Context: an optimization exercise on an open-source flow, tuned for small area and a short achievable clock period. The choices shown serve that exercise and are no tape-out recipe.
No run shown here included a check of the RTL's function; only the layout flow was run.

$ cat flow/run.sh
#!/bin/bash
# synth_recipe.tcl (not shown) runs the flow's synth.tcl, then flattens the netlist and writes it again
# the make line also repeats each setting of config.mk as NAME=value (left out here)
make -C /OpenROAD-flow-scripts/flow DESIGN_CONFIG=/design/flow/config.mk WORK_HOME=/design/flow/orfs CLKGATE_MAP_FILE= SYNTH_SCRIPT=/design/flow/synth_recipe.tcl finish
$ cat flow/config.mk
export PLATFORM = sky130hd
export DESIGN_NAME = ecc80_codec
export DESIGN_NICKNAME = ecc80_codec
export VERILOG_FILES = /design/flow/design.v
export SDC_FILE = /design/flow/constraint.sdc
export NUM_CORES = 4
export LEC_CHECK = 0
export CAP_MARGIN = 20
export CORE_MARGIN = 2
export CORE_UTILIZATION = 40
export PLACE_DENSITY = 0.6
export SLEW_MARGIN = 20
$ cat flow/constraint.sdc
create_clock -name core_clock -period 22.0 [get_ports {clk}]
set_input_delay 4.4000 -clock core_clock [delete_from_list [all_inputs] [get_ports {clk}]]
set_output_delay 4.4000 -clock core_clock [all_outputs]
set_load 0.01 [all_outputs]
$ cat flow/design.v
module ecc80_codec (
    input  wire        clk,
    input  wire        rst,
    input  wire        enc_valid_i,
    input  wire [63:0] enc_data_i,
    output reg         enc_valid_o,
    output reg  [15:0] enc_check_o,
    input  wire        dec_valid_i,
    input  wire [79:0] dec_cw_i,
    output reg         dec_valid_o,
    output reg  [63:0] dec_data_o,
    output reg  [15:0] dec_check_o,
    output reg  [1:0]  dec_err_o
);
    wire [15:0] enc_chk;
    reg         enc_v1;
    reg  [63:0] enc_d;
    always @(posedge clk) begin
        enc_v1      <= enc_valid_i & ~rst;
        enc_valid_o <= enc_v1 & ~rst;
        enc_d       <= enc_data_i;
        enc_check_o <= enc_chk;
    end
    assign enc_chk[0] = ~(enc_d[0] ^ enc_d[1] ^ enc_d[2] ^ enc_d[3] ^ enc_d[4] ^ enc_d[6] ^ enc_d[7] ^ enc_d[9] ^ enc_d[10] ^ enc_d[11] ^ enc_d[12] ^ enc_d[14] ^ enc_d[17] ^ enc_d[19] ^ enc_d[20] ^ enc_d[21] ^ enc_d[27] ^ enc_d[29] ^ enc_d[33] ^ enc_d[37] ^ enc_d[38] ^ enc_d[43] ^ enc_d[45] ^ enc_d[48] ^ enc_d[49] ^ enc_d[51] ^ enc_d[52] ^ enc_d[57] ^ enc_d[58] ^ enc_d[61] ^ enc_d[62] ^ enc_d[63]);
    assign enc_chk[1] = (enc_d[1] ^ enc_d[2] ^ enc_d[3] ^ enc_d[4] ^ enc_d[5] ^ enc_d[7] ^ enc_d[8] ^ enc_d[10] ^ enc_d[11] ^ enc_d[12] ^ enc_d[13] ^ enc_d[15] ^ enc_d[18] ^ enc_d[20] ^ enc_d[21] ^ enc_d[22] ^ enc_d[28] ^ enc_d[30] ^ enc_d[34] ^ enc_d[38] ^ enc_d[39] ^ enc_d[44] ^ enc_d[46] ^ enc_d[49] ^ enc_d[50] ^ enc_d[52] ^ enc_d[53] ^ enc_d[58] ^ enc_d[59] ^ enc_d[62] ^ enc_d[63]);
    assign enc_chk[2] = ~(enc_d[2] ^ enc_d[3] ^ enc_d[4] ^ enc_d[5] ^ enc_d[6] ^ enc_d[8] ^ enc_d[9] ^ enc_d[11] ^ enc_d[12] ^ enc_d[13] ^ enc_d[14] ^ enc_d[16] ^ enc_d[19] ^ enc_d[21] ^ enc_d[22] ^ enc_d[23] ^ enc_d[29] ^ enc_d[31] ^ enc_d[35] ^ enc_d[39] ^ enc_d[40] ^ enc_d[45] ^ enc_d[47] ^ enc_d[50] ^ enc_d[51] ^ enc_d[53] ^ enc_d[54] ^ enc_d[59] ^ enc_d[60] ^ enc_d[63]);
    assign enc_chk[3] = (enc_d[0] ^ enc_d[1] ^ enc_d[2] ^ enc_d[5] ^ enc_d[11] ^ enc_d[13] ^ enc_d[15] ^ enc_d[19] ^ enc_d[21] ^ enc_d[22] ^ enc_d[23] ^ enc_d[24] ^ enc_d[27] ^ enc_d[29] ^ enc_d[30] ^ enc_d[32] ^ enc_d[33] ^ enc_d[36] ^ enc_d[37] ^ enc_d[38] ^ enc_d[40] ^ enc_d[41] ^ enc_d[43] ^ enc_d[45] ^ enc_d[46] ^ enc_d[49] ^ enc_d[54] ^ enc_d[55] ^ enc_d[57] ^ enc_d[58] ^ enc_d[60] ^ enc_d[62] ^ enc_d[63]);
    assign enc_chk[4] = ~(enc_d[0] ^ enc_d[4] ^ enc_d[7] ^ enc_d[9] ^ enc_d[10] ^ enc_d[11] ^ enc_d[16] ^ enc_d[17] ^ enc_d[19] ^ enc_d[21] ^ enc_d[22] ^ enc_d[23] ^ enc_d[24] ^ enc_d[25] ^ enc_d[27] ^ enc_d[28] ^ enc_d[29] ^ enc_d[30] ^ enc_d[31] ^ enc_d[34] ^ enc_d[39] ^ enc_d[41] ^ enc_d[42] ^ enc_d[43] ^ enc_d[44] ^ enc_d[45] ^ enc_d[46] ^ enc_d[47] ^ enc_d[48] ^ enc_d[49] ^ enc_d[50] ^ enc_d[51] ^ enc_d[52] ^ enc_d[55] ^ enc_d[56] ^ enc_d[57] ^ enc_d[59] ^ enc_d[62]);
    assign enc_chk[5] = ~(enc_d[1] ^ enc_d[5] ^ enc_d[8] ^ enc_d[10] ^ enc_d[11] ^ enc_d[12] ^ enc_d[17] ^ enc_d[18] ^ enc_d[20] ^ enc_d[22] ^ enc_d[23] ^ enc_d[24] ^ enc_d[25] ^ enc_d[26] ^ enc_d[28] ^ enc_d[29] ^ enc_d[30] ^ enc_d[31] ^ enc_d[32] ^ enc_d[35] ^ enc_d[40] ^ enc_d[42] ^ enc_d[43] ^ enc_d[44] ^ enc_d[45] ^ enc_d[46] ^ enc_d[47] ^ enc_d[48] ^ enc_d[49] ^ enc_d[50] ^ enc_d[51] ^ enc_d[52] ^ enc_d[53] ^ enc_d[56] ^ enc_d[57] ^ enc_d[58] ^ enc_d[60] ^ enc_d[63]);
    assign enc_chk[6] = (enc_d[2] ^ enc_d[6] ^ enc_d[9] ^ enc_d[11] ^ enc_d[12] ^ enc_d[13] ^ enc_d[18] ^ enc_d[19] ^ enc_d[21] ^ enc_d[23] ^ enc_d[24] ^ enc_d[25] ^ enc_d[26] ^ enc_d[27] ^ enc_d[29] ^ enc_d[30] ^ enc_d[31] ^ enc_d[32] ^ enc_d[33] ^ enc_d[36] ^ enc_d[41] ^ enc_d[43] ^ enc_d[44] ^ enc_d[45] ^ enc_d[46] ^ enc_d[47] ^ enc_d[48] ^ enc_d[49] ^ enc_d[50] ^ enc_d[51] ^ enc_d[52] ^ enc_d[53] ^ enc_d[54] ^ enc_d[57] ^ enc_d[58] ^ enc_d[59] ^ enc_d[61]);
    assign enc_chk[7] = (enc_d[0] ^ enc_d[1] ^ enc_d[2] ^ enc_d[4] ^ enc_d[6] ^ enc_d[9] ^ enc_d[11] ^ enc_d[13] ^ enc_d[17] ^ enc_d[21] ^ enc_d[22] ^ enc_d[24] ^ enc_d[25] ^ enc_d[26] ^ enc_d[28] ^ enc_d[29] ^ enc_d[30] ^ enc_d[31] ^ enc_d[32] ^ enc_d[34] ^ enc_d[38] ^ enc_d[42] ^ enc_d[43] ^ enc_d[44] ^ enc_d[46] ^ enc_d[47] ^ enc_d[50] ^ enc_d[53] ^ enc_d[54] ^ enc_d[55] ^ enc_d[57] ^ enc_d[59] ^ enc_d[60] ^ enc_d[61] ^ enc_d[63]);
    assign enc_chk[8] = ~(enc_d[0] ^ enc_d[4] ^ enc_d[5] ^ enc_d[6] ^ enc_d[9] ^ enc_d[11] ^ enc_d[17] ^ enc_d[18] ^ enc_d[19] ^ enc_d[20] ^ enc_d[21] ^ enc_d[22] ^ enc_d[23] ^ enc_d[25] ^ enc_d[26] ^ enc_d[30] ^ enc_d[31] ^ enc_d[32] ^ enc_d[35] ^ enc_d[37] ^ enc_d[38] ^ enc_d[39] ^ enc_d[44] ^ enc_d[47] ^ enc_d[49] ^ enc_d[52] ^ enc_d[54] ^ enc_d[55] ^ enc_d[56] ^ enc_d[57] ^ enc_d[60] ^ enc_d[63]);
    assign enc_chk[9] = (enc_d[1] ^ enc_d[5] ^ enc_d[6] ^ enc_d[7] ^ enc_d[10] ^ enc_d[12] ^ enc_d[18] ^ enc_d[19] ^ enc_d[20] ^ enc_d[21] ^ enc_d[22] ^ enc_d[23] ^ enc_d[24] ^ enc_d[26] ^ enc_d[27] ^ enc_d[31] ^ enc_d[32] ^ enc_d[33] ^ enc_d[36] ^ enc_d[38] ^ enc_d[39] ^ enc_d[40] ^ enc_d[45] ^ enc_d[48] ^ enc_d[50] ^ enc_d[53] ^ enc_d[55] ^ enc_d[56] ^ enc_d[57] ^ enc_d[58] ^ enc_d[61]);
    assign enc_chk[10] = (enc_d[0] ^ enc_d[1] ^ enc_d[3] ^ enc_d[4] ^ enc_d[8] ^ enc_d[9] ^ enc_d[10] ^ enc_d[12] ^ enc_d[13] ^ enc_d[14] ^ enc_d[17] ^ enc_d[22] ^ enc_d[23] ^ enc_d[24] ^ enc_d[25] ^ enc_d[28] ^ enc_d[29] ^ enc_d[32] ^ enc_d[34] ^ enc_d[38] ^ enc_d[39] ^ enc_d[40] ^ enc_d[41] ^ enc_d[43] ^ enc_d[45] ^ enc_d[46] ^ enc_d[48] ^ enc_d[52] ^ enc_d[54] ^ enc_d[56] ^ enc_d[59] ^ enc_d[61] ^ enc_d[63]);
    assign enc_chk[11] = ~(enc_d[1] ^ enc_d[2] ^ enc_d[4] ^ enc_d[5] ^ enc_d[9] ^ enc_d[10] ^ enc_d[11] ^ enc_d[13] ^ enc_d[14] ^ enc_d[15] ^ enc_d[18] ^ enc_d[23] ^ enc_d[24] ^ enc_d[25] ^ enc_d[26] ^ enc_d[29] ^ enc_d[30] ^ enc_d[33] ^ enc_d[35] ^ enc_d[39] ^ enc_d[40] ^ enc_d[41] ^ enc_d[42] ^ enc_d[44] ^ enc_d[46] ^ enc_d[47] ^ enc_d[49] ^ enc_d[53] ^ enc_d[55] ^ enc_d[57] ^ enc_d[60] ^ enc_d[62]);
    assign enc_chk[12] = ~(enc_d[2] ^ enc_d[3] ^ enc_d[5] ^ enc_d[6] ^ enc_d[10] ^ enc_d[11] ^ enc_d[12] ^ enc_d[14] ^ enc_d[15] ^ enc_d[16] ^ enc_d[19] ^ enc_d[24] ^ enc_d[25] ^ enc_d[26] ^ enc_d[27] ^ enc_d[30] ^ enc_d[31] ^ enc_d[34] ^ enc_d[36] ^ enc_d[40] ^ enc_d[41] ^ enc_d[42] ^ enc_d[43] ^ enc_d[45] ^ enc_d[47] ^ enc_d[48] ^ enc_d[50] ^ enc_d[54] ^ enc_d[56] ^ enc_d[58] ^ enc_d[61] ^ enc_d[63]);
    assign enc_chk[13] = (enc_d[3] ^ enc_d[4] ^ enc_d[6] ^ enc_d[7] ^ enc_d[11] ^ enc_d[12] ^ enc_d[13] ^ enc_d[15] ^ enc_d[16] ^ enc_d[17] ^ enc_d[20] ^ enc_d[25] ^ enc_d[26] ^ enc_d[27] ^ enc_d[28] ^ enc_d[31] ^ enc_d[32] ^ enc_d[35] ^ enc_d[37] ^ enc_d[41] ^ enc_d[42] ^ enc_d[43] ^ enc_d[44] ^ enc_d[46] ^ enc_d[48] ^ enc_d[49] ^ enc_d[51] ^ enc_d[55] ^ enc_d[57] ^ enc_d[59] ^ enc_d[62]);
    assign enc_chk[14] = (enc_d[0] ^ enc_d[1] ^ enc_d[2] ^ enc_d[3] ^ enc_d[5] ^ enc_d[6] ^ enc_d[8] ^ enc_d[9] ^ enc_d[10] ^ enc_d[11] ^ enc_d[13] ^ enc_d[16] ^ enc_d[18] ^ enc_d[19] ^ enc_d[20] ^ enc_d[26] ^ enc_d[28] ^ enc_d[32] ^ enc_d[36] ^ enc_d[37] ^ enc_d[42] ^ enc_d[44] ^ enc_d[47] ^ enc_d[48] ^ enc_d[50] ^ enc_d[51] ^ enc_d[56] ^ enc_d[57] ^ enc_d[60] ^ enc_d[61] ^ enc_d[62]);
    assign enc_chk[15] = ~(enc_d[0] ^ enc_d[1] ^ enc_d[2] ^ enc_d[3] ^ enc_d[4] ^ enc_d[5] ^ enc_d[6] ^ enc_d[7] ^ enc_d[8] ^ enc_d[9] ^ enc_d[10] ^ enc_d[11] ^ enc_d[12] ^ enc_d[13] ^ enc_d[14] ^ enc_d[15] ^ enc_d[16] ^ enc_d[17] ^ enc_d[18] ^ enc_d[19] ^ enc_d[20] ^ enc_d[21] ^ enc_d[22] ^ enc_d[23] ^ enc_d[24] ^ enc_d[25] ^ enc_d[26] ^ enc_d[27] ^ enc_d[28] ^ enc_d[29] ^ enc_d[30] ^ enc_d[31] ^ enc_d[32] ^ enc_d[33] ^ enc_d[34] ^ enc_d[35] ^ enc_d[36] ^ enc_d[37] ^ enc_d[38] ^ enc_d[39] ^ enc_d[40] ^ enc_d[41] ^ enc_d[42] ^ enc_d[43] ^ enc_d[44] ^ enc_d[45] ^ enc_d[46] ^ enc_d[47] ^ enc_d[48] ^ enc_d[49] ^ enc_d[50] ^ enc_d[51] ^ enc_d[52] ^ enc_d[53] ^ enc_d[54] ^ enc_d[55] ^ enc_d[56] ^ enc_d[57] ^ enc_d[58] ^ enc_d[59] ^ enc_d[60] ^ enc_d[61] ^ enc_d[62] ^ enc_d[63]);
    function [6:0] gf_mul;
        input [6:0] a;
        input [6:0] b;
        reg   [12:0] p;
        integer i;
        begin
            p = 13'd0;
            for (i = 0; i < 7; i = i + 1)
                if (b[i]) p = p ^ ({6'd0, a} << i);
            for (i = 12; i >= 7; i = i - 1)
                if (p[i]) p = p ^ (13'h89 << (i - 7));
            gf_mul = p[6:0];
        end
    endfunction
    function pos_ok;
        input [6:0] x;
        begin
            case (x)
                7'd1, 7'd2, 7'd3, 7'd4, 7'd5, 7'd6, 7'd8, 7'd9, 7'd10, 7'd11,
                7'd12, 7'd16, 7'd18, 7'd20, 7'd22, 7'd24, 7'd25, 7'd27, 7'd29, 7'd31,
                7'd32, 7'd35, 7'd36, 7'd37, 7'd39, 7'd40, 7'd41, 7'd43, 7'd44, 7'd45,
                7'd47, 7'd48, 7'd50, 7'd51, 7'd53, 7'd54, 7'd55, 7'd57, 7'd58, 7'd61,
                7'd62, 7'd64, 7'd65, 7'd69, 7'd70, 7'd72, 7'd73, 7'd74, 7'd75, 7'd78,
                7'd80, 7'd81, 7'd82, 7'd83, 7'd85, 7'd86, 7'd87, 7'd88, 7'd90, 7'd93,
                7'd94, 7'd95, 7'd96, 7'd97, 7'd100, 7'd102, 7'd106, 7'd107, 7'd108, 7'd109,
                7'd110, 7'd111, 7'd113, 7'd114, 7'd115, 7'd116, 7'd122, 7'd124, 7'd125: pos_ok = 1'b1;
                default: pos_ok = 1'b0;
            endcase
        end
    endfunction
    function pos_chk;
        input [6:0] x;
        begin
            case (x)
                7'd1, 7'd2, 7'd4, 7'd8, 7'd9, 7'd16, 7'd18, 7'd25, 7'd32, 7'd36, 7'd50, 7'd64, 7'd65, 7'd72, 7'd100: pos_chk = 1'b1;
                default: pos_chk = 1'b0;
            endcase
        end
    endfunction
    function [6:0] inv_cube;
        input [6:0] x;
        begin
            case (x)
                7'd0: inv_cube = 7'd0;
                7'd1: inv_cube = 7'd1;
                7'd2: inv_cube = 7'd17;
                7'd3: inv_cube = 7'd24;
                7'd4: inv_cube = 7'd19;
                7'd5: inv_cube = 7'd82;
                7'd6: inv_cube = 7'd3;
                7'd7: inv_cube = 7'd122;
                7'd8: inv_cube = 7'd49;
                7'd9: inv_cube = 7'd56;
                7'd10: inv_cube = 7'd40;
                7'd11: inv_cube = 7'd33;
                7'd12: inv_cube = 7'd51;
                7'd13: inv_cube = 7'd4;
                7'd14: inv_cube = 7'd45;
                7'd15: inv_cube = 7'd71;
                7'd16: inv_cube = 7'd23;
                7'd17: inv_cube = 7'd36;
                7'd18: inv_cube = 7'd7;
                7'd19: inv_cube = 7'd88;
                7'd20: inv_cube = 7'd5;
                7'd21: inv_cube = 7'd44;
                7'd22: inv_cube = 7'd21;
                7'd23: inv_cube = 7'd96;
                7'd24: inv_cube = 7'd53;
                7'd25: inv_cube = 7'd30;
                7'd26: inv_cube = 7'd68;
                7'd27: inv_cube = 7'd100;
                7'd28: inv_cube = 7'd80;
                7'd29: inv_cube = 7'd46;
                7'd30: inv_cube = 7'd127;
                7'd31: inv_cube = 7'd103;
                7'd32: inv_cube = 7'd117;
                7'd33: inv_cube = 7'd18;
                7'd34: inv_cube = 7'd64;
                7'd35: inv_cube = 7'd115;
                7'd36: inv_cube = 7'd119;
                7'd37: inv_cube = 7'd38;
                7'd38: inv_cube = 7'd11;
                7'd39: inv_cube = 7'd47;
                7'd40: inv_cube = 7'd85;
                7'd41: inv_cube = 7'd124;
                7'd42: inv_cube = 7'd65;
                7'd43: inv_cube = 7'd2;
                7'd44: inv_cube = 7'd87;
                7'd45: inv_cube = 7'd58;
                7'd46: inv_cube = 7'd12;
                7'd47: inv_cube = 7'd110;
                7'd48: inv_cube = 7'd83;
                7'd49: inv_cube = 7'd93;
                7'd50: inv_cube = 7'd101;
                7'd51: inv_cube = 7'd86;
                7'd52: inv_cube = 7'd76;
                7'd53: inv_cube = 7'd62;
                7'd54: inv_cube = 7'd72;
                7'd55: inv_cube = 7'd66;
                7'd56: inv_cube = 7'd10;
                7'd57: inv_cube = 7'd90;
                7'd58: inv_cube = 7'd99;
                7'd59: inv_cube = 7'd79;
                7'd60: inv_cube = 7'd120;
                7'd61: inv_cube = 7'd81;
                7'd62: inv_cube = 7'd123;
                7'd63: inv_cube = 7'd31;
                7'd64: inv_cube = 7'd91;
                7'd65: inv_cube = 7'd26;
                7'd66: inv_cube = 7'd32;
                7'd67: inv_cube = 7'd28;
                7'd68: inv_cube = 7'd8;
                7'd69: inv_cube = 7'd73;
                7'd70: inv_cube = 7'd61;
                7'd71: inv_cube = 7'd111;
                7'd72: inv_cube = 7'd121;
                7'd73: inv_cube = 7'd22;
                7'd74: inv_cube = 7'd98;
                7'd75: inv_cube = 7'd14;
                7'd76: inv_cube = 7'd50;
                7'd77: inv_cube = 7'd109;
                7'd78: inv_cube = 7'd114;
                7'd79: inv_cube = 7'd54;
                7'd80: inv_cube = 7'd95;
                7'd81: inv_cube = 7'd16;
                7'd82: inv_cube = 7'd75;
                7'd83: inv_cube = 7'd70;
                7'd84: inv_cube = 7'd25;
                7'd85: inv_cube = 7'd39;
                7'd86: inv_cube = 7'd34;
                7'd87: inv_cube = 7'd106;
                7'd88: inv_cube = 7'd125;
                7'd89: inv_cube = 7'd92;
                7'd90: inv_cube = 7'd37;
                7'd91: inv_cube = 7'd113;
                7'd92: inv_cube = 7'd69;
                7'd93: inv_cube = 7'd29;
                7'd94: inv_cube = 7'd107;
                7'd95: inv_cube = 7'd52;
                7'd96: inv_cube = 7'd57;
                7'd97: inv_cube = 7'd112;
                7'd98: inv_cube = 7'd94;
                7'd99: inv_cube = 7'd43;
                7'd100: inv_cube = 7'd89;
                7'd101: inv_cube = 7'd105;
                7'd102: inv_cube = 7'd108;
                7'd103: inv_cube = 7'd78;
                7'd104: inv_cube = 7'd77;
                7'd105: inv_cube = 7'd55;
                7'd106: inv_cube = 7'd97;
                7'd107: inv_cube = 7'd59;
                7'd108: inv_cube = 7'd9;
                7'd109: inv_cube = 7'd20;
                7'd110: inv_cube = 7'd42;
                7'd111: inv_cube = 7'd102;
                7'd112: inv_cube = 7'd35;
                7'd113: inv_cube = 7'd67;
                7'd114: inv_cube = 7'd41;
                7'd115: inv_cube = 7'd6;
                7'd116: inv_cube = 7'd63;
                7'd117: inv_cube = 7'd74;
                7'd118: inv_cube = 7'd126;
                7'd119: inv_cube = 7'd84;
                7'd120: inv_cube = 7'd15;
                7'd121: inv_cube = 7'd118;
                7'd122: inv_cube = 7'd27;
                7'd123: inv_cube = 7'd104;
                7'd124: inv_cube = 7'd60;
                7'd125: inv_cube = 7'd48;
                7'd126: inv_cube = 7'd116;
                7'd127: inv_cube = 7'd13;
                default: inv_cube = 7'd0;
            endcase
        end
    endfunction
    wire [79:0] flip;
    wire [1:0]  err;
    reg         dec_v1;
    reg  [79:0] r1;
    always @(posedge clk) begin
        dec_v1 <= dec_valid_i & ~rst;
        r1     <= dec_cw_i;
    end
    wire [79:0] raw = r1 ^ 80'h99350000000000000000;
    wire       sp = raw[0] ^ raw[1] ^ raw[2] ^ raw[3] ^ raw[4] ^ raw[5] ^ raw[6] ^ raw[7] ^ raw[8] ^ raw[9] ^ raw[10] ^ raw[11] ^ raw[12] ^ raw[13] ^ raw[14] ^ raw[15] ^ raw[16] ^ raw[17] ^ raw[18] ^ raw[19] ^ raw[20] ^ raw[21] ^ raw[22] ^ raw[23] ^ raw[24] ^ raw[25] ^ raw[26] ^ raw[27] ^ raw[28] ^ raw[29] ^ raw[30] ^ raw[31] ^ raw[32] ^ raw[33] ^ raw[34] ^ raw[35] ^ raw[36] ^ raw[37] ^ raw[38] ^ raw[39] ^ raw[40] ^ raw[41] ^ raw[42] ^ raw[43] ^ raw[44] ^ raw[45] ^ raw[46] ^ raw[47] ^ raw[48] ^ raw[49] ^ raw[50] ^ raw[51] ^ raw[52] ^ raw[53] ^ raw[54] ^ raw[55] ^ raw[56] ^ raw[57] ^ raw[58] ^ raw[59] ^ raw[60] ^ raw[61] ^ raw[62] ^ raw[63] ^ raw[64] ^ raw[65] ^ raw[66] ^ raw[67] ^ raw[68] ^ raw[69] ^ raw[70] ^ raw[71] ^ raw[72] ^ raw[73] ^ raw[74] ^ raw[75] ^ raw[76] ^ raw[77] ^ raw[78];
    wire       t  = raw[64] ^ raw[65] ^ raw[66] ^ raw[67] ^ raw[68] ^ raw[69] ^ raw[70] ^ raw[71] ^ raw[72] ^ raw[73] ^ raw[74] ^ raw[75] ^ raw[76] ^ raw[77] ^ raw[78] ^ raw[79];
    wire [6:0] s1, s3;
    assign s1[0] = raw[0] ^ raw[4] ^ raw[6] ^ raw[7] ^ raw[8] ^ raw[10] ^ raw[12] ^ raw[13] ^ raw[15] ^ raw[16] ^ raw[22] ^ raw[23] ^ raw[26] ^ raw[27] ^ raw[29] ^ raw[31] ^ raw[34] ^ raw[35] ^ raw[36] ^ raw[39] ^ raw[40] ^ raw[41] ^ raw[42] ^ raw[44] ^ raw[45] ^ raw[47] ^ raw[52] ^ raw[54] ^ raw[56] ^ raw[58] ^ raw[59] ^ raw[60] ^ raw[61] ^ raw[62] ^ raw[64] ^ raw[71] ^ raw[75] ^ raw[78];
    assign s1[1] = raw[0] ^ raw[1] ^ raw[5] ^ raw[7] ^ raw[8] ^ raw[9] ^ raw[11] ^ raw[13] ^ raw[14] ^ raw[16] ^ raw[17] ^ raw[23] ^ raw[24] ^ raw[27] ^ raw[28] ^ raw[30] ^ raw[32] ^ raw[35] ^ raw[36] ^ raw[37] ^ raw[40] ^ raw[41] ^ raw[42] ^ raw[43] ^ raw[45] ^ raw[46] ^ raw[48] ^ raw[53] ^ raw[55] ^ raw[57] ^ raw[59] ^ raw[60] ^ raw[61] ^ raw[62] ^ raw[63] ^ raw[65] ^ raw[72] ^ raw[76];
    assign s1[2] = raw[1] ^ raw[2] ^ raw[6] ^ raw[8] ^ raw[9] ^ raw[10] ^ raw[12] ^ raw[14] ^ raw[15] ^ raw[17] ^ raw[18] ^ raw[24] ^ raw[25] ^ raw[28] ^ raw[29] ^ raw[31] ^ raw[33] ^ raw[36] ^ raw[37] ^ raw[38] ^ raw[41] ^ raw[42] ^ raw[43] ^ raw[44] ^ raw[46] ^ raw[47] ^ raw[49] ^ raw[54] ^ raw[56] ^ raw[58] ^ raw[60] ^ raw[61] ^ raw[62] ^ raw[63] ^ raw[66] ^ raw[73] ^ raw[77];
    assign s1[3] = raw[0] ^ raw[2] ^ raw[3] ^ raw[4] ^ raw[6] ^ raw[8] ^ raw[9] ^ raw[11] ^ raw[12] ^ raw[18] ^ raw[19] ^ raw[22] ^ raw[23] ^ raw[25] ^ raw[27] ^ raw[30] ^ raw[31] ^ raw[32] ^ raw[35] ^ raw[36] ^ raw[37] ^ raw[38] ^ raw[40] ^ raw[41] ^ raw[43] ^ raw[48] ^ raw[50] ^ raw[52] ^ raw[54] ^ raw[55] ^ raw[56] ^ raw[57] ^ raw[58] ^ raw[60] ^ raw[63] ^ raw[67] ^ raw[71] ^ raw[74] ^ raw[75];
    assign s1[4] = raw[1] ^ raw[3] ^ raw[4] ^ raw[5] ^ raw[7] ^ raw[9] ^ raw[10] ^ raw[12] ^ raw[13] ^ raw[19] ^ raw[20] ^ raw[23] ^ raw[24] ^ raw[26] ^ raw[28] ^ raw[31] ^ raw[32] ^ raw[33] ^ raw[36] ^ raw[37] ^ raw[38] ^ raw[39] ^ raw[41] ^ raw[42] ^ raw[44] ^ raw[49] ^ raw[51] ^ raw[53] ^ raw[55] ^ raw[56] ^ raw[57] ^ raw[58] ^ raw[59] ^ raw[61] ^ raw[68] ^ raw[72] ^ raw[75] ^ raw[76];
    assign s1[5] = raw[2] ^ raw[4] ^ raw[5] ^ raw[6] ^ raw[8] ^ raw[10] ^ raw[11] ^ raw[13] ^ raw[14] ^ raw[20] ^ raw[21] ^ raw[24] ^ raw[25] ^ raw[27] ^ raw[29] ^ raw[32] ^ raw[33] ^ raw[34] ^ raw[37] ^ raw[38] ^ raw[39] ^ raw[40] ^ raw[42] ^ raw[43] ^ raw[45] ^ raw[50] ^ raw[52] ^ raw[54] ^ raw[56] ^ raw[57] ^ raw[58] ^ raw[59] ^ raw[60] ^ raw[62] ^ raw[69] ^ raw[73] ^ raw[76] ^ raw[77];
    assign s1[6] = raw[3] ^ raw[5] ^ raw[6] ^ raw[7] ^ raw[9] ^ raw[11] ^ raw[12] ^ raw[14] ^ raw[15] ^ raw[21] ^ raw[22] ^ raw[25] ^ raw[26] ^ raw[28] ^ raw[30] ^ raw[33] ^ raw[34] ^ raw[35] ^ raw[38] ^ raw[39] ^ raw[40] ^ raw[41] ^ raw[43] ^ raw[44] ^ raw[46] ^ raw[51] ^ raw[53] ^ raw[55] ^ raw[57] ^ raw[58] ^ raw[59] ^ raw[60] ^ raw[61] ^ raw[63] ^ raw[70] ^ raw[74] ^ raw[77] ^ raw[78];
    assign s3[0] = raw[2] ^ raw[3] ^ raw[4] ^ raw[5] ^ raw[8] ^ raw[10] ^ raw[13] ^ raw[16] ^ raw[18] ^ raw[19] ^ raw[21] ^ raw[23] ^ raw[25] ^ raw[31] ^ raw[32] ^ raw[35] ^ raw[40] ^ raw[41] ^ raw[42] ^ raw[44] ^ raw[46] ^ raw[47] ^ raw[48] ^ raw[51] ^ raw[52] ^ raw[53] ^ raw[57] ^ raw[58] ^ raw[60] ^ raw[61] ^ raw[64] ^ raw[69] ^ raw[71] ^ raw[73] ^ raw[74] ^ raw[78];
    assign s3[1] = raw[0] ^ raw[2] ^ raw[4] ^ raw[5] ^ raw[6] ^ raw[9] ^ raw[10] ^ raw[11] ^ raw[15] ^ raw[16] ^ raw[18] ^ raw[19] ^ raw[22] ^ raw[23] ^ raw[30] ^ raw[34] ^ raw[35] ^ raw[36] ^ raw[37] ^ raw[38] ^ raw[40] ^ raw[43] ^ raw[44] ^ raw[46] ^ raw[50] ^ raw[52] ^ raw[53] ^ raw[54] ^ raw[55] ^ raw[57] ^ raw[58] ^ raw[60] ^ raw[61] ^ raw[62] ^ raw[68] ^ raw[69] ^ raw[72] ^ raw[77] ^ raw[78];
    assign s3[2] = raw[1] ^ raw[2] ^ raw[4] ^ raw[8] ^ raw[10] ^ raw[11] ^ raw[12] ^ raw[13] ^ raw[15] ^ raw[16] ^ raw[18] ^ raw[19] ^ raw[20] ^ raw[22] ^ raw[23] ^ raw[24] ^ raw[25] ^ raw[26] ^ raw[27] ^ raw[28] ^ raw[33] ^ raw[35] ^ raw[37] ^ raw[38] ^ raw[42] ^ raw[45] ^ raw[46] ^ raw[47] ^ raw[48] ^ raw[51] ^ raw[53] ^ raw[56] ^ raw[59] ^ raw[61] ^ raw[62] ^ raw[67] ^ raw[71] ^ raw[72] ^ raw[73] ^ raw[74] ^ raw[75] ^ raw[77];
    assign s3[3] = raw[0] ^ raw[2] ^ raw[6] ^ raw[8] ^ raw[9] ^ raw[10] ^ raw[11] ^ raw[13] ^ raw[14] ^ raw[16] ^ raw[17] ^ raw[18] ^ raw[20] ^ raw[21] ^ raw[22] ^ raw[23] ^ raw[24] ^ raw[25] ^ raw[26] ^ raw[31] ^ raw[33] ^ raw[35] ^ raw[36] ^ raw[40] ^ raw[43] ^ raw[44] ^ raw[45] ^ raw[46] ^ raw[49] ^ raw[51] ^ raw[54] ^ raw[57] ^ raw[59] ^ raw[60] ^ raw[62] ^ raw[65] ^ raw[69] ^ raw[70] ^ raw[71] ^ raw[72] ^ raw[73] ^ raw[75] ^ raw[78];
    assign s3[4] = raw[1] ^ raw[2] ^ raw[3] ^ raw[4] ^ raw[7] ^ raw[9] ^ raw[12] ^ raw[15] ^ raw[17] ^ raw[18] ^ raw[20] ^ raw[22] ^ raw[24] ^ raw[30] ^ raw[31] ^ raw[34] ^ raw[39] ^ raw[40] ^ raw[41] ^ raw[43] ^ raw[45] ^ raw[46] ^ raw[47] ^ raw[50] ^ raw[51] ^ raw[52] ^ raw[56] ^ raw[57] ^ raw[59] ^ raw[60] ^ raw[63] ^ raw[68] ^ raw[70] ^ raw[72] ^ raw[73] ^ raw[77];
    assign s3[5] = raw[1] ^ raw[3] ^ raw[4] ^ raw[5] ^ raw[8] ^ raw[9] ^ raw[10] ^ raw[14] ^ raw[15] ^ raw[17] ^ raw[18] ^ raw[21] ^ raw[22] ^ raw[29] ^ raw[33] ^ raw[34] ^ raw[35] ^ raw[36] ^ raw[37] ^ raw[39] ^ raw[42] ^ raw[43] ^ raw[45] ^ raw[49] ^ raw[51] ^ raw[52] ^ raw[53] ^ raw[54] ^ raw[56] ^ raw[57] ^ raw[59] ^ raw[60] ^ raw[61] ^ raw[63] ^ raw[67] ^ raw[68] ^ raw[71] ^ raw[76] ^ raw[77] ^ raw[78];
    assign s3[6] = raw[0] ^ raw[1] ^ raw[3] ^ raw[7] ^ raw[9] ^ raw[10] ^ raw[11] ^ raw[12] ^ raw[14] ^ raw[15] ^ raw[17] ^ raw[18] ^ raw[19] ^ raw[21] ^ raw[22] ^ raw[23] ^ raw[24] ^ raw[25] ^ raw[26] ^ raw[27] ^ raw[32] ^ raw[34] ^ raw[36] ^ raw[37] ^ raw[41] ^ raw[44] ^ raw[45] ^ raw[46] ^ raw[47] ^ raw[50] ^ raw[52] ^ raw[55] ^ raw[58] ^ raw[60] ^ raw[61] ^ raw[63] ^ raw[66] ^ raw[70] ^ raw[71] ^ raw[72] ^ raw[73] ^ raw[74] ^ raw[76];
    wire [6:0] wv = gf_mul(s3, inv_cube(s1));
    wire       clean = ~sp & (s1 == 7'd0) & (s3 == 7'd0);
    wire       wunit = (wv == 7'd1);
    wire [6:0] yv;
    assign yv[0] = 1'b0;
    assign yv[1] = wv[2] ^ wv[3] ^ wv[4] ^ wv[6];
    assign yv[2] = wv[3] ^ wv[4] ^ wv[6];
    assign yv[3] = wv[5] ^ wv[6];
    assign yv[4] = wv[1] ^ wv[2] ^ wv[4];
    assign yv[5] = wv[3] ^ wv[5] ^ wv[6];
    assign yv[6] = wv[3] ^ wv[6];
    reg        dec_v2;
    reg [79:0] r2;
    reg [6:0]  s1_2;
    reg [6:0]  yv_2;
    reg        sp_2, t_2, clean_2, wunit_2, w0_2;
    always @(posedge clk) begin
        dec_v2 <= dec_v1 & ~rst;
        r2     <= r1;
        s1_2   <= s1;
        yv_2   <= yv;
        sp_2   <= sp;
        t_2    <= t;
        clean_2 <= clean;
        wunit_2 <= wunit;
        w0_2   <= wv[0];
    end
    wire [6:0] y = yv_2;
    wire [6:0] x1 = gf_mul(s1_2, y);
    wire [6:0] x2 = x1 ^ s1_2;
    wire ok1 = pos_ok(x1);
    wire ok2 = pos_ok(x2);
    wire ch1 = pos_chk(x1);
    wire ch2 = pos_chk(x2);
    wire nn  = clean_2;
    wire tt  = t_2;
    wire one = sp_2 & wunit_2 & ok2;
    wire two = ~sp_2 & ~nn & w0_2 & ok1 & ok2 & (tt == (ch1 ^ ch2));
    wire e79 = (nn & tt) | (one & (tt ^ ch2));
    wire fix = one | two;
    assign err = nn ? {1'b0, tt} : one ? {tt ^ ch2, ~(tt ^ ch2)} : two ? 2'd2 : 2'd3;
    assign flip[79] = e79;
    assign flip[64] = fix & ((x1 == 7'd1) | (x2 == 7'd1));
    assign flip[65] = fix & ((x1 == 7'd2) | (x2 == 7'd2));
    assign flip[66] = fix & ((x1 == 7'd4) | (x2 == 7'd4));
    assign flip[67] = fix & ((x1 == 7'd8) | (x2 == 7'd8));
    assign flip[68] = fix & ((x1 == 7'd16) | (x2 == 7'd16));
    assign flip[69] = fix & ((x1 == 7'd32) | (x2 == 7'd32));
    assign flip[70] = fix & ((x1 == 7'd64) | (x2 == 7'd64));
    assign flip[71] = fix & ((x1 == 7'd9) | (x2 == 7'd9));
    assign flip[72] = fix & ((x1 == 7'd18) | (x2 == 7'd18));
    assign flip[73] = fix & ((x1 == 7'd36) | (x2 == 7'd36));
    assign flip[74] = fix & ((x1 == 7'd72) | (x2 == 7'd72));
    assign flip[75] = fix & ((x1 == 7'd25) | (x2 == 7'd25));
    assign flip[76] = fix & ((x1 == 7'd50) | (x2 == 7'd50));
    assign flip[77] = fix & ((x1 == 7'd100) | (x2 == 7'd100));
    assign flip[78] = fix & ((x1 == 7'd65) | (x2 == 7'd65));
    assign flip[0] = fix & ((x1 == 7'd11) | (x2 == 7'd11));
    assign flip[1] = fix & ((x1 == 7'd22) | (x2 == 7'd22));
    assign flip[2] = fix & ((x1 == 7'd44) | (x2 == 7'd44));
    assign flip[3] = fix & ((x1 == 7'd88) | (x2 == 7'd88));
    assign flip[4] = fix & ((x1 == 7'd57) | (x2 == 7'd57));
    assign flip[5] = fix & ((x1 == 7'd114) | (x2 == 7'd114));
    assign flip[6] = fix & ((x1 == 7'd109) | (x2 == 7'd109));
    assign flip[7] = fix & ((x1 == 7'd83) | (x2 == 7'd83));
    assign flip[8] = fix & ((x1 == 7'd47) | (x2 == 7'd47));
    assign flip[9] = fix & ((x1 == 7'd94) | (x2 == 7'd94));
    assign flip[10] = fix & ((x1 == 7'd53) | (x2 == 7'd53));
    assign flip[11] = fix & ((x1 == 7'd106) | (x2 == 7'd106));
    assign flip[12] = fix & ((x1 == 7'd93) | (x2 == 7'd93));
    assign flip[13] = fix & ((x1 == 7'd51) | (x2 == 7'd51));
    assign flip[14] = fix & ((x1 == 7'd102) | (x2 == 7'd102));
    assign flip[15] = fix & ((x1 == 7'd69) | (x2 == 7'd69));
    assign flip[16] = fix & ((x1 == 7'd3) | (x2 == 7'd3));
    assign flip[17] = fix & ((x1 == 7'd6) | (x2 == 7'd6));
    assign flip[18] = fix & ((x1 == 7'd12) | (x2 == 7'd12));
    assign flip[19] = fix & ((x1 == 7'd24) | (x2 == 7'd24));
    assign flip[20] = fix & ((x1 == 7'd48) | (x2 == 7'd48));
    assign flip[21] = fix & ((x1 == 7'd96) | (x2 == 7'd96));
    assign flip[22] = fix & ((x1 == 7'd73) | (x2 == 7'd73));
    assign flip[23] = fix & ((x1 == 7'd27) | (x2 == 7'd27));
    assign flip[24] = fix & ((x1 == 7'd54) | (x2 == 7'd54));
    assign flip[25] = fix & ((x1 == 7'd108) | (x2 == 7'd108));
    assign flip[26] = fix & ((x1 == 7'd81) | (x2 == 7'd81));
    assign flip[27] = fix & ((x1 == 7'd43) | (x2 == 7'd43));
    assign flip[28] = fix & ((x1 == 7'd86) | (x2 == 7'd86));
    assign flip[29] = fix & ((x1 == 7'd37) | (x2 == 7'd37));
    assign flip[30] = fix & ((x1 == 7'd74) | (x2 == 7'd74));
    assign flip[31] = fix & ((x1 == 7'd29) | (x2 == 7'd29));
    assign flip[32] = fix & ((x1 == 7'd58) | (x2 == 7'd58));
    assign flip[33] = fix & ((x1 == 7'd116) | (x2 == 7'd116));
    assign flip[34] = fix & ((x1 == 7'd97) | (x2 == 7'd97));
    assign flip[35] = fix & ((x1 == 7'd75) | (x2 == 7'd75));
    assign flip[36] = fix & ((x1 == 7'd31) | (x2 == 7'd31));
    assign flip[37] = fix & ((x1 == 7'd62) | (x2 == 7'd62));
    assign flip[38] = fix & ((x1 == 7'd124) | (x2 == 7'd124));
    assign flip[39] = fix & ((x1 == 7'd113) | (x2 == 7'd113));
    assign flip[40] = fix & ((x1 == 7'd107) | (x2 == 7'd107));
    assign flip[41] = fix & ((x1 == 7'd95) | (x2 == 7'd95));
    assign flip[42] = fix & ((x1 == 7'd55) | (x2 == 7'd55));
    assign flip[43] = fix & ((x1 == 7'd110) | (x2 == 7'd110));
    assign flip[44] = fix & ((x1 == 7'd85) | (x2 == 7'd85));
    assign flip[45] = fix & ((x1 == 7'd35) | (x2 == 7'd35));
    assign flip[46] = fix & ((x1 == 7'd70) | (x2 == 7'd70));
    assign flip[47] = fix & ((x1 == 7'd5) | (x2 == 7'd5));
    assign flip[48] = fix & ((x1 == 7'd10) | (x2 == 7'd10));
    assign flip[49] = fix & ((x1 == 7'd20) | (x2 == 7'd20));
    assign flip[50] = fix & ((x1 == 7'd40) | (x2 == 7'd40));
    assign flip[51] = fix & ((x1 == 7'd80) | (x2 == 7'd80));
    assign flip[52] = fix & ((x1 == 7'd41) | (x2 == 7'd41));
    assign flip[53] = fix & ((x1 == 7'd82) | (x2 == 7'd82));
    assign flip[54] = fix & ((x1 == 7'd45) | (x2 == 7'd45));
    assign flip[55] = fix & ((x1 == 7'd90) | (x2 == 7'd90));
    assign flip[56] = fix & ((x1 == 7'd61) | (x2 == 7'd61));
    assign flip[57] = fix & ((x1 == 7'd122) | (x2 == 7'd122));
    assign flip[58] = fix & ((x1 == 7'd125) | (x2 == 7'd125));
    assign flip[59] = fix & ((x1 == 7'd115) | (x2 == 7'd115));
    assign flip[60] = fix & ((x1 == 7'd111) | (x2 == 7'd111));
    assign flip[61] = fix & ((x1 == 7'd87) | (x2 == 7'd87));
    assign flip[62] = fix & ((x1 == 7'd39) | (x2 == 7'd39));
    assign flip[63] = fix & ((x1 == 7'd78) | (x2 == 7'd78));
    always @(posedge clk) begin
        dec_valid_o <= dec_v2 & ~rst;
        {dec_check_o, dec_data_o} <= r2 ^ flip;
        dec_err_o   <= err;
    end
endmodule
==> results.py, run 1 <==
metrics = {
    "setup_path": {
        "r2r_slack_ns": 15.17,
        "cp-start-kind": "flip-flop",
        "rr_endpoint": "yv_2[1]",
        "cp_data_required_time_ns": 22.50,
        "cp_max_fo": 18,
        "critical_path_class": "reg -> reg",
        "rr_worst_depth": 20,
        "endpoint_kind": "flip-flop",
        "timing.rr.start": "r1[6]",
        "arrival_ns": 7.33,
    },
    "route": {
        "wl_per_cell_um": 22.9,
        "drc": 0,
        "wirelength_mm": 61.4,
        "vias": 13839,
        "drt_first_pass_iters": 6,
        "vias_per_cell": 5.16,
        "dr.first_iter.drc_count": 1463,
        "drtAntennaViolNets": 0,
    },
    "yosys": {
        "yosys_warnings": 1,
        "synth_nets": 1998,
        "synthTopCellsByArea": "dfxtp_1 38%, xnor2_1 25%, xor2_1 5.9%",
        "synth_edf_count": 0,
        "yosysTopAreaCellShare_pct": 37.6,
        "async_flop_share_pct": 0,
        "ys_ff_latch": 345,
        "yosys.area.top_type": "dfxtp_1",
        "netlist_area_mm2": 0.0183,
        "avgSynthCellArea_um2": 10.0,
        "synthFlopType": "dfxtp_1",
        "synth.distinct_cells": 80,
        "ys_seq_area_share_pct": 37.6,
        "synthCells": 1827,
    },
    "die": {
        "fp-row-count": 78,
        "core_area_mm2": 0.0453,
        "pin_count": 248,
        "initial_core_util_pct": 40.5,
        "fp.dieW_um": 218,
        "dieArea_mm2": 0.0476,
        "die_y_um": 218,
    },
    "finish": {
        "stdcell_count": 2682,
        "nets": 2223,
        "area_growth_pct": 23.9,
        "drive_above_1_share_pct": 5.91,
        "stdcell_area_mm2": 0.0227,
        "fillers": 4215,
    },
    "timing": {
        "slew_violations": 0,
        "min_period_ns": 6.83,
        "final_hold_viol_count": 0,
        "relSlewSlack_pct": 27.4,
        "timing.final.crit_share_pct": 31.0,
        "fin_setup_tns_ns": 0,
        "fmax_mhz": 146,
        "tightest_slew_ns": 1.08,
        "setup_violations": 0,
        "clock-skew-final_ns": 0.0290,
        "rsz0062_at_grt": "false",
    },
    "clock_network": {
        "cts_tree": "done",
        "cts_setup_buffers": 0,
        "cts.sinks": 345,
        "clock_latency_ns": 0.59,
        "cts-root-buf": "clkbuf_16",
        "cts.htree.levels": 2,
        "cts-resized-gates": 0,
        "cts_buffers": 39,
        "clkSlewWorstSetupHoldPaths_ns": 0.06,
        "clockBufferDepth": 3,
        "postCtsHoldBufs": 0,
    },
    "placement": {
        "detailed_place_hpwl_mm": 47.9,
        "dp_cells": 2611,
        "dpl_cell_area_mm2": 0.0213,
        "port_buffers": 247,
        "gp_congestion": 0.980,
    },
    "flow_run": {
        "cap_viol_max_count": 0,
    },
    "worst_hold_path": {
        "worstHoldPathType": "reg -> reg",
        "whs_endpoint": "r2[30]",
        "hold_depth": 0,
        "min_from": "r1[30]",
    },
    "grt": {
        "grt_max_degree": 45,
        "grt_pass1_vias": 13748,
        "overflow": 0,
        "grt_pass1_wl_mm": 89.4,
        "grt_util_all_layers_pct": 25.5,
        "antenna_found_initial": 5,
    },
    "outcome": {
        "status": "complete, no violations",
    },
}
-- cell type report --
| class | instances | area, µm² | share of cell area [%] |
|---|---|---|---|
| antenna | 1 | 2.50 | 0.0110 |
| clock buffer | 49 | 1080 | 4.77 |
| clock inverter | 21 | 343 | 1.51 |
| inverter | 28 | 108 | 0.474 |
| multi-input combinational | 1379 | 11000 | 48.3 |
| sequential | 345 | 6910 | 30.4 |
| tap | 600 | 751 | 3.30 |
| timing repair buffer | 259 | 2560 | 11.3 |
-- Yosys cell counts, drive strengths merged (12+ instances only) --
master  count
xnor3      45
o22ai      84
a211oi     18
xnor2     528
clkbuf     37
mux2i      24
nor3       17
xor2      130
ha         23
dfxtp     345
o21ai      31
inv        28
nor2b      13
o211ai     12
nor2       76
a21oi      29
buf        38
nand2     227
-- cells in the final DEF, fill, tap and decap left out, types with 13 or more instances in the layout --
master             n
a211oi_1          18
a21oi_1           28
clkbuf_16         39
clkdlybuf4s50_1  247
dfxtp_1          345
ha_1              23
inv_1             22
mux2i_1           24
nand2_1          227
nor2_1            75
nor2b_1           13
nor3_1            17
o21ai_0           25
o22ai_1           84
xnor2_1          515
xnor3_1           41
xor2_1           124
-- kinds of logic after synthesis --
family	Yosys count	synth area share, %
adders and majority gates	23	1.57
AOI/OAI and AO/OA	235	8.73
DFF	345	37.6
buffers and inverters	103	2.65
and+or+nand+nor	383	9.04
muxes	31	1.86
xor gates and xnor gates	707	38.5
-- critical path, cell delays in order, from the launching register on --
cell,delay (ns)
dfxtp_1,0.73
xnor3_1,0.52
xor2_1,0.19
xnor2_1,0.27
xnor3_1,0.50
xor2_1,0.18
buf_4,0.23
inv_2,0.29
ha_1,0.55
nor2_1,0.16
mux2_2,0.30
a31oi_1,0.17
o221ai_1,0.14
o22ai_1,0.63
nor2b_1,0.24
xnor3_1,0.26
xnor3_1,0.44
xnor2_2,0.29
ha_1,0.29
xnor2_1,0.19
xor2_1,0.16
-- state kept, by name, summed over array words and instances, names as in the netlist, 6 cells and up --
signal	count
dec_check_o	16
dec_data_o	64
enc_check_o	16
enc_d	64
r1	80
r2	80
s1_2	7
yv_2	6
-- per-stage QoR --
stage | setup WS [ns] | hold WS (ns) | util [%]
2_1_floorplan | 16.71 | 0.329 | -
3_3_place_gp | 15.22 | 0.361 | 47.0
3_5_place_dp | 15.28 | 0.379 | 47.0
4_1_cts | 15.25 | 0.387 | 50.2
5_1_grt | 14.87 | 0.400 | 50.2
6_report | 15.17 | 0.382 | 50.2
-- how the worst max path moves through the flow --
stage	start	endpoint	slack, ns	depth (start not counted)
floorplan	r1[36]	yv_2[1]	16.71	19
global placement	r1[6]	yv_2[1]	15.22	20
detailed placement	r1[6]	yv_2[1]	15.28	20
CTS	r1[6]	yv_2[1]	15.25	20
global route	r1[6]	yv_2[1]	14.87	20
finish	r1[6]	yv_2[1]	15.17	20
-- per-layer routing --
layer | vias to the layer above | part of all wire [%] | global-route usage, %
met5 | - | 0.021 | 0
met4 | 2 | 3.6 | 9.73
li1 | 6500 | - | -
met1 | 6556 | 43 | 34.3
met2 | 661 | 45 | 39.8
met3 | 120 | 8.7 | 5.71
==> run 2: changes to the inputs <==
--- a/flow/design.v
+++ b/flow/design.v
@@ -241,31 +241,30 @@
     wire [6:0] wv = gf_mul(s3, inv_cube(s1));
     wire       clean = ~sp & (s1 == 7'd0) & (s3 == 7'd0);
     wire       wunit = (wv == 7'd1);
-    wire [6:0] yv;
-    assign yv[0] = 1'b0;
-    assign yv[1] = wv[2] ^ wv[3] ^ wv[4] ^ wv[6];
-    assign yv[2] = wv[3] ^ wv[4] ^ wv[6];
-    assign yv[3] = wv[5] ^ wv[6];
-    assign yv[4] = wv[1] ^ wv[2] ^ wv[4];
-    assign yv[5] = wv[3] ^ wv[5] ^ wv[6];
-    assign yv[6] = wv[3] ^ wv[6];
     reg        dec_v2;
     reg [79:0] r2;
     reg [6:0]  s1_2;
-    reg [6:0]  yv_2;
+    reg [6:0]  wv_2;
     reg        sp_2, t_2, clean_2, wunit_2, w0_2;
     always @(posedge clk) begin
         dec_v2 <= dec_v1 & ~rst;
         r2     <= r1;
         s1_2   <= s1;
-        yv_2   <= yv;
+        wv_2   <= wv;
         sp_2   <= sp;
         t_2    <= t;
         clean_2 <= clean;
         wunit_2 <= wunit;
         w0_2   <= wv[0];
     end
-    wire [6:0] y = yv_2;
+    wire [6:0] y;
+    assign y[0] = 1'b0;
+    assign y[1] = wv_2[2] ^ wv_2[3] ^ wv_2[4] ^ wv_2[6];
+    assign y[2] = wv_2[3] ^ wv_2[4] ^ wv_2[6];
+    assign y[3] = wv_2[5] ^ wv_2[6];
+    assign y[4] = wv_2[1] ^ wv_2[2] ^ wv_2[4];
+    assign y[5] = wv_2[3] ^ wv_2[5] ^ wv_2[6];
+    assign y[6] = wv_2[3] ^ wv_2[6];
     wire [6:0] x1 = gf_mul(s1_2, y);
     wire [6:0] x2 = x1 ^ s1_2;
     wire ok1 = pos_ok(x1);
==> run 2 against run 1 <==
Compared with the run above:
- still clean
- clock-buffer cell count is 1 lower
- fmax down 3.6%
- non-clock buffer count grew 1
- setup slack got worse by 0.26 ns
- final cell count rose by 2.5%
- clock skew fell by 0.0041 ns
- global-route usage hardly changed
- critical endpoint is now dec_data_o[31]
- largest cell class unchanged
==> results.py, run 2 <==
metrics = {
    "setup_path": {
        "crit_family": "XOR/XNOR gates",
        "cp-start-kind": "flip-flop",
        "worst-path-buf-inv": 2,
        "critical_path_class": "reg -> reg",
        "crit_chain": "xor2_2 -> xnor3_1 -> a21oi_1 -> xnor2_1 -> xnor2_1 -> inv_2 -> xnor3_2 -> xnor2_1 -> nand3_1 -> a21oi_1 -> o31ai_1 -> o22ai_1 -> xnor2_1 -> or3_1 -> a21oi_4 -> buf_4 -> nand2_1 -> xnor2_1",
        "slowest_delay_ns": 0.81,
        "cp_max_fo": 80,
        "cp_data_required_time_ns": 22.45,
        "arrival_ns": 7.53,
        "cpMostUsedCell": "xnor2_1",
        "endpoint_kind": "flip-flop",
        "slowest_stage": "dfxtp_1",
    },
    "clock_network": {
        "cts-resized-gates": 0,
        "clock_latency_ns": 0.56,
        "cts-root-buf": "clkbuf_16",
        "cts_setup_buffers": 0,
        "clkSlewWorstSetupHoldPaths_ns": 0.06,
        "cts.htree.levels": 2,
        "cts_tree": "done",
        "postCtsHoldBufs": 0,
        "cts.sinks": 345,
        "clockBufferDepth": 3,
        "cts_buffers": 37,
    },
    "finish": {
        "area_growth_pct": 21.8,
        "layout_common_cells": "547 x xnor2_1, 345 x dfxtp_1, 247 x clkdlybuf4s50_1, 196 x nand2_1, 91 x xor2_1",
        "stdcell_count": 2748,
        "stdcell_area_mm2": 0.0230,
        "reg_top3": "r1 x80, r2 x80",
        "drive_above_1_share_pct": 5.05,
        "nets": 2285,
        "mostFrequentLayoutCell": "xnor2_1",
    },
    "route": {
        "wl_per_cell_um": 23.4,
        "drtAntennaViolNets": 0,
        "drc": 0,
        "vias_per_cell": 5.26,
        "wirelength_met1_mm": 26.8,
        "vias": 14443,
        "highest_layer": "met5",
        "met3WireLength_mm": 3.83,
        "dr.first_iter.drc_count": 1338,
        "wirelength_mm": 64.4,
        "wl_met2_mm": 31.6,
        "drt_first_pass_iters": 5,
    },
    "grt": {
        "grt_pass1_vias": 14536,
        "antenna_found_initial": 2,
        "overflow": 0,
        "grt_max_degree": 81,
        "grt_pass1_wl_mm": 94.8,
        "grt_util_all_layers_pct": 25.5,
    },
    "yosys": {
        "synth.distinct_cells": 74,
        "synth_edf_count": 0,
        "avgSynthCellArea_um2": 9.91,
        "synth_common_cells": "547 x xnor2_1, 345 x dfxtp_1, 196 x nand2_1",
        "yosys.area.top_type": "dfxtp_1",
        "synth.most_common_cell": "xnor2_1",
        "yosys_warnings": 1,
        "ys_ff_latch": 345,
        "ys_seq_area_share_pct": 36.5,
        "async_flop_share_pct": 0,
        "synthTopCellsByArea": "dfxtp_1 37%, xnor2_1 25%, xnor3_1 6.3%",
        "synthFlopType": "dfxtp_1",
        "synth_nets": 2080,
        "synthCells": 1907,
        "netlist_area_mm2": 0.0189,
        "yosysTopAreaCellShare_pct": 36.5,
    },
    "timing": {
        "timing.final.crit_share_pct": 32.2,
        "whs_ns": 0.388,
        "min_period_ns": 7.09,
        "setup_violations": 0,
        "fin_setup_tns_ns": 0,
        "final_hold_viol_count": 0,
        "clock-skew-final_ns": 0.0249,
        "slew_violations": 0,
        "relSlewSlack_pct": 30.0,
        "tightest_slew_ns": 1.04,
        "fmax_mhz": 141,
        "rsz0062_at_grt": "false",
    },
    "die": {
        "dieArea_mm2": 0.0490,
        "fp-row-count": 79,
        "die_y_um": 221,
        "initial_core_util_pct": 40.6,
        "pin_count": 248,
        "fp.dieW_um": 221,
        "core_area_mm2": 0.0466,
    },
    "placement": {
        "port_buffers": 247,
        "dpl_cell_area_mm2": 0.0218,
        "detailed_place_hpwl_mm": 50.9,
        "dp_cells": 2680,
        "gp_congestion": 0.982,
    },
    "flow_run": {
        "cap_viol_max_count": 0,
    },
    "outcome": {
        "status": "complete, no violations",
    },
    "worst_hold_path": {
        "worstHoldPathType": "reg -> reg",
    },
}
-- run 2: cell count changes after synthesis, moves of 8 or more --
cell | previous run | this run
xnor2_2 | 10 | 2
a21oi_1 | 29 | 39
xor2_1 | 124 | 91
nand2_1 | 227 | 196
mux2i_1 | 24 | 16
xnor3_1 | 41 | 53
clkbuf_1 | 36 | 52
nor2_1 | 75 | 87
nand3_1 | 11 | 30
xnor2_1 | 515 | 547
o21ai_0 | 25 | 35
o211ai_1 | 12 | 20
nand2b_1 | 5 | 17
-- run 2: logic make-up (layout without fill, tap and decap cells) --
family | count (synthesis) | count (layout) | synth area share [%]
mux | 28 | 28 | 1.74
other cells | 0 | 1 | 0
flops | 345 | 345 | 36.5
xor+xnor | 708 | 708 | 37.9
simple gates | 399 | 399 | 9.27
fa+ha+maj | 25 | 25 | 1.65
compound gates | 280 | 280 | 10.0
buf+inv | 122 | 355 | 2.87
-- run 2: cell type report --
cell class | instances | area (µm²)
Clock buffer | 48 | 1040
Antenna cell | 1 | 2.50
Sequential cell | 345 | 6910
Multi-Input combinational cell | 1440 | 11500
Tap cell | 607 | 759
Inverter | 28 | 108
Timing Repair Buffer | 260 | 2570
Fill cell | 4332 | 23500
Clock inverter | 19 | 159
-- run 2: final timing paths --
path / from / slack (ns) / to / cells past startpoint
hold reg to reg: r1[69] / 0.39 / r2[69] / 0
setup / recovery: wv_2[6] / 14.91 / dec_data_o[31] / 18
hold / removal: r1[69] / 0.39 / r2[69] / 0
setup reg to reg: wv_2[6] / 14.91 / dec_data_o[31] / 18
-- run 2: metal layers --
| layer | GRT usage (%) | vias to the layer above |
|---|---|---|
| met5 | 0 | - |
| met4 | 9.03 | 2 |
| met3 | 3.60 | 123 |
| met2 | 44.3 | 641 |
| met1 | 32.4 | 6850 |
| li1 | - | 6827 |
-- run 2: stage by stage --
stage          util [%]  worst slack [ns]
6_report           49.4             14.91
5_1_grt            49.4             14.48
4_1_cts            49.4             14.98
3_5_place_dp       46.9             15.06
3_3_place_gp       46.9             14.91
2_1_floorplan         -             16.68

## static timing again, ports no longer ideal
The results above use ideal ports. As a check the final layouts listed here were re-extracted and re-timed, cells and wires unchanged. Step 1 assumes that a clkbuf_16 drives the clock port and a buf_2 every other input. Step 2, shift: input delay + t, output delay - t, t = (earliest + latest rising clock arrival at the registers) / 2. This alone moves slack from input paths to output paths. Slacks: ideal ports / drivers / drivers and shift; pairs: ideal ports / drivers.
| run | t (ns) | setup WS [ns] | worst hold slack (ns) | worst slew at a driven data input, ns | pins driven straight from the clock port |
|---|---|---|---|---|---|
| run 1 | 0.628 | 15.170 / 15.170 / 15.170 | 0.382 / 0.382 / 0.382 | 0.06 | 1 |
| run 2 | 0.607 | 14.914 / 14.914 / 14.914 | 0.388 / 0.388 / 0.388 | 0.08 | 1 |
After both steps every run listed still meets setup and hold.
